Source: an optimization exercise on an open RTL-to-GDS flow (aim: small area and a short achievable clock period). Production flows keep margins and buffers that such runs may drop.
Function was checked by simulation only, so behaviour that the tests miss may differ from the original.

==> flow/design.v (excerpt) <==
module crc_units (
    input  wire        clk,
    input  wire        rst_n,
    input  wire        req_valid,
    input  wire        req_write,
    input  wire [15:0] req_addr,     
    input  wire [1:0]  req_size,     
    input  wire [31:0] req_wdata,
    output reg         rsp_valid,
    output reg         rsp_err,
    output reg  [31:0] rsp_rdata
);
Size in the first run: ~4600 cells after synthesis.
make LEC_CHECK=0 CAP_MARGIN=20 CORE_MARGIN=2 CORE_UTILIZATION=40 PLACE_DENSITY=0.6 SLEW_MARGIN=20 SYNTH_HIERARCHICAL=1 finish   # period 70.0 ns
run.sh (not shown) runs the stock make flow with config.mk's settings and CLKGATE_MAP_FILE= SYNTH_SCRIPT=/design/flow/synth_recipe.tcl, a recipe that flattens the netlist after the stock synthesis.
Then changed:
==> flow/flow/run.sh (new file) <==
#!/bin/bash
# Standard ORFS layout, with timing repair aimed at a setup slack margin so
# that the resizer works on the achieved period (the SDC is unchanged).
set -euo pipefail
MARGIN=$(cat flow/margin.txt)
bash standard.sh SETUP_SLACK_MARGIN=$MARGIN finish > flow_make.log 2>&1
==> flow/flow/margin.txt (new file) <==
53
==> flow/standard.sh (new file) <==
#!/bin/bash
# synth_recipe.tcl (not shown) runs the flow's synth.tcl, then flattens the netlist and writes it again
# the make line also repeats each setting of config.mk as NAME=value (left out here)
make -C /OpenROAD-flow-scripts/flow DESIGN_CONFIG=/design/flow/config.mk WORK_HOME=/design/flow/orfs CLKGATE_MAP_FILE= SYNTH_SCRIPT=/design/flow/synth_recipe.tcl "${@:-finish}"
removed: flow/run.sh
What happened:
- routed wire length climbs by 1.1%
- final cell count barely changes
- worst setup slack gets better by 0.86 ns
Then changed:
==> flow/flow/run.sh (replaced) <==
#!/bin/bash
# Standard ORFS layout (the standard.sh, standard synthesis), with
# timing repair aimed at a setup slack margin so that the resizer works on
# the achieved period (the SDC is unchanged), and ports buffered with
# buf_2 instead of the default buffer cell.
set -euo pipefail
MARGIN=$(cat flow/margin.txt)
bash standard.sh SETUP_SLACK_MARGIN=$MARGIN \
    "BUFFER_PORTS_ARGS=-buffer_cell sky130_fd_sc_hd__buf_2" finish > flow_make.log 2>&1
==> flow/flow/margin.txt (replaced) <==
53.5
TNS_END_PERCENT = 0   (was default)
Effect: Wire length is higher by a few percent; count of clock-buffer cells in the layout is higher by 7; flip-flop and latch count stays the same; setup slack gains 0.28 ns; die area stays the same; core utilization stays flat; final area stays flat.
Then changed:
TNS_END_PERCENT = default   (was 0)
After rerunning: The changed run ran to the end with no violations. Via count decreases by 0.70%. Fmax increases by 0.91%. Worst hold slack hardly moves. Routed wire length decreases by 1.4%. Sequential share of layout area stays flat. Global-route usage decreases by 0.26 points. Cell count stays flat. Setup slack gains 0.15 ns.

* * *

crc_units, a different RTL version from the one above (not shown whole).
Size in the first run: roughly 88 I/O pins, roughly 45000 sq um of cells after synthesis.
clock: 70.0 ns
lec_check: 0
cap_margin: 20
core_margin: 2
core_utilization: 40
place_density: 0.6
slew_margin: 20
synth_hierarchical: 1
Stock flow here: none of the scripts above is used.
The first run went through all stages and came out clean.
Change:
==> flow/flow/run.sh (new file) <==
#!/bin/bash
# Standard ORFS layout (the standard.sh, standard synthesis), with
# timing repair aimed at a setup slack margin so that the resizer works on
# the achieved period (the SDC is unchanged), and ports buffered with
# buf_2 instead of the default buffer cell.
set -euo pipefail
MARGIN=$(cat flow/margin.txt)
bash standard.sh SETUP_SLACK_MARGIN=$MARGIN \
    "BUFFER_PORTS_ARGS=-buffer_cell sky130_fd_sc_hd__buf_2" finish > flow_make.log 2>&1
==> flow/flow/margin.txt (new file) <==
53.5
==> flow/standard.sh (new file) <==
#!/bin/bash
# synth_recipe.tcl (not shown) runs the flow's synth.tcl, then flattens the netlist and writes it again
# the make line also repeats each setting of config.mk as NAME=value (left out here)
make -C /OpenROAD-flow-scripts/flow DESIGN_CONFIG=/design/flow/config.mk WORK_HOME=/design/flow/orfs CLKGATE_MAP_FILE= SYNTH_SCRIPT=/design/flow/synth_recipe.tcl "${@:-finish}"
removed: flow/run.sh
=> Cell area goes up by 1.1%. Cell count stays flat. Utilization rises by 0.51 points. Synthesized area stays the same.

* * *

## branch lagoon
RTL: one of the versions met above, not the one the previous note started from.
Size: roughly 4,600 cells after synthesis, roughly 88 I/O pins, ~47,000 sq um of cells after synthesis.
export LEC_CHECK = 0
export CAP_MARGIN = 20
export CORE_MARGIN = 2
export CORE_UTILIZATION = 40
export PLACE_DENSITY = 0.6
export SLEW_MARGIN = 20
export SYNTH_HIERARCHICAL = 1
create_clock -name core_clock -period 70.0 [get_ports {clk}]
standard.sh (not shown) runs the stock make flow with config.mk's settings and CLKGATE_MAP_FILE= SYNTH_SCRIPT=/design/flow/synth_recipe.tcl, a recipe that flattens the netlist after the stock synthesis.
==> flow/flow/run.sh <==
#!/bin/bash
# Standard ORFS layout, with timing repair aimed at a setup slack margin so
# that the resizer works on the achieved period (the SDC is unchanged).
set -euo pipefail
MARGIN=$(cat flow/margin.txt)
bash standard.sh SETUP_SLACK_MARGIN=$MARGIN finish > flow_make.log 2>&1
==> flow/flow/margin.txt <==
54
What branch fjord does differently from branch lagoon at the input level:
==> flow/flow/margin.txt <==
53.5
### Flow results
- branch lagoon → branch fjord: worst slew margin relative to its limit now sits higher; area taken by multi-input logic gates now sits lower; clock-buffer cell count now sits lower.
- Ratio of final minimum period to clock period essentially unchanged between branch lagoon and branch fjord.
- branch fjord against branch lagoon: met3 track utilization from global routing moved down; cell area decreased about 7.4%; wire length of the first global-routing pass shows a reduction of 3.2%.
- End point of the critical path = rsp_rdata[1]: branch lagoon; end point of the critical path = p_x[2]: branch fjord
- Side by side, worst setup slack turned out lower in branch fjord than in branch lagoon.

* * *

== the baseline ==
Another version of the RTL of crc_units (not shown whole).
Size: ~4,300 cells after synthesis, roughly 88 I/O pins.
clock: 70.0 ns
lec_check: 0
cap_margin: 20
core_margin: 2
core_utilization: 40
cts_buf_list: sky130_fd_sc_hd__clkbuf_8 sky130_fd_sc_hd__clkbuf_16
place_density: 0.6
slew_margin: 20
synth_hierarchical: 1
==> flow/flow/run.sh <==
#!/bin/bash
# Standard ORFS layout (the standard.sh, standard synthesis), with
# timing repair aimed at a setup slack margin so that the resizer works on
# the achieved period (the SDC is unchanged), and ports buffered with
# buf_2 instead of the default buffer cell.
set -euo pipefail
MARGIN=$(cat flow/margin.txt)
bash standard.sh SETUP_SLACK_MARGIN=$MARGIN \
    "BUFFER_PORTS_ARGS=-buffer_cell sky130_fd_sc_hd__buf_2" finish > flow_make.log 2>&1
==> flow/flow/margin.txt <==
53.5
The baseline | status: complete | timing, DRC, antenna: pass
Setup changes, the baseline to the candidate
Settings: CTS_BUF_LIST: sky130_fd_sc_hd__clkbuf_8 sky130_fd_sc_hd__clkbuf_16 -> unset.
### Flow results
- Going from the baseline to the candidate, global-route wire length before repair neither gained nor lost much, number of detailed-route iterations in the first pass rose by 2, maximum clock frequency level, post-route clock period utilization roughly the same.
- Comparing critical path depth for the candidate and the baseline, the bigger number came from the baseline.
- Looking only at worst setup slack, and setting everything else aside, the higher value of the candidate and the baseline goes to the candidate.
- Routed length on met1 in the candidate vs the baseline: down about 0.9%

==> afterwards: timing with drivers on the ports <==
No port has a modelled driver above. Below, the same layouts with a new extraction and two added sets of constraints.
Step 1: set_driving_cell puts a clkbuf_16 on clk and a buf_2 on each other input, an assumption about the parent block.
Step 2 also shifts input and output timing later by t, the mid clock arrival at the registers, as if the neighbouring blocks saw the same clock.
a / b / c = ideal / step 1 / step 2; a / b = the first two.
run | shift t [ns] | slack for setup (ns) | pins driven straight from the clock port
the first run of note 1 | 0.683 | 52.168 / 52.199 / 51.516 | 1
the second run of note 1 | 0.685 | 53.025 / 53.003 / 52.318 | 1
the third run of note 1 | 0.696 | 53.307 / 53.116 / 52.420 | 1
the fourth run of note 1 | 0.692 | 53.458 / 53.333 / 52.642 | 1
the first run of note 2 | 0.671 | 51.996 / 51.936 / 51.266 | 1
the second run of note 2 | 0.678 | 53.471 / 53.314 / 52.636 | 1
branch lagoon | 0.712 | 53.599 / 53.378 / 52.666 | 1
branch fjord | 0.695 | 53.506 / 53.401 / 52.706 | 1
the baseline | 0.675 | 53.476 / 53.242 / 52.567 | 1
the candidate | 0.678 | 53.503 / 53.274 / 52.595 | 1
After both steps every run listed still meets setup and hold. The setup slack of branch lagoon, which loses most, moves by -0.221 ns with the drivers and by -0.933 ns with both steps.
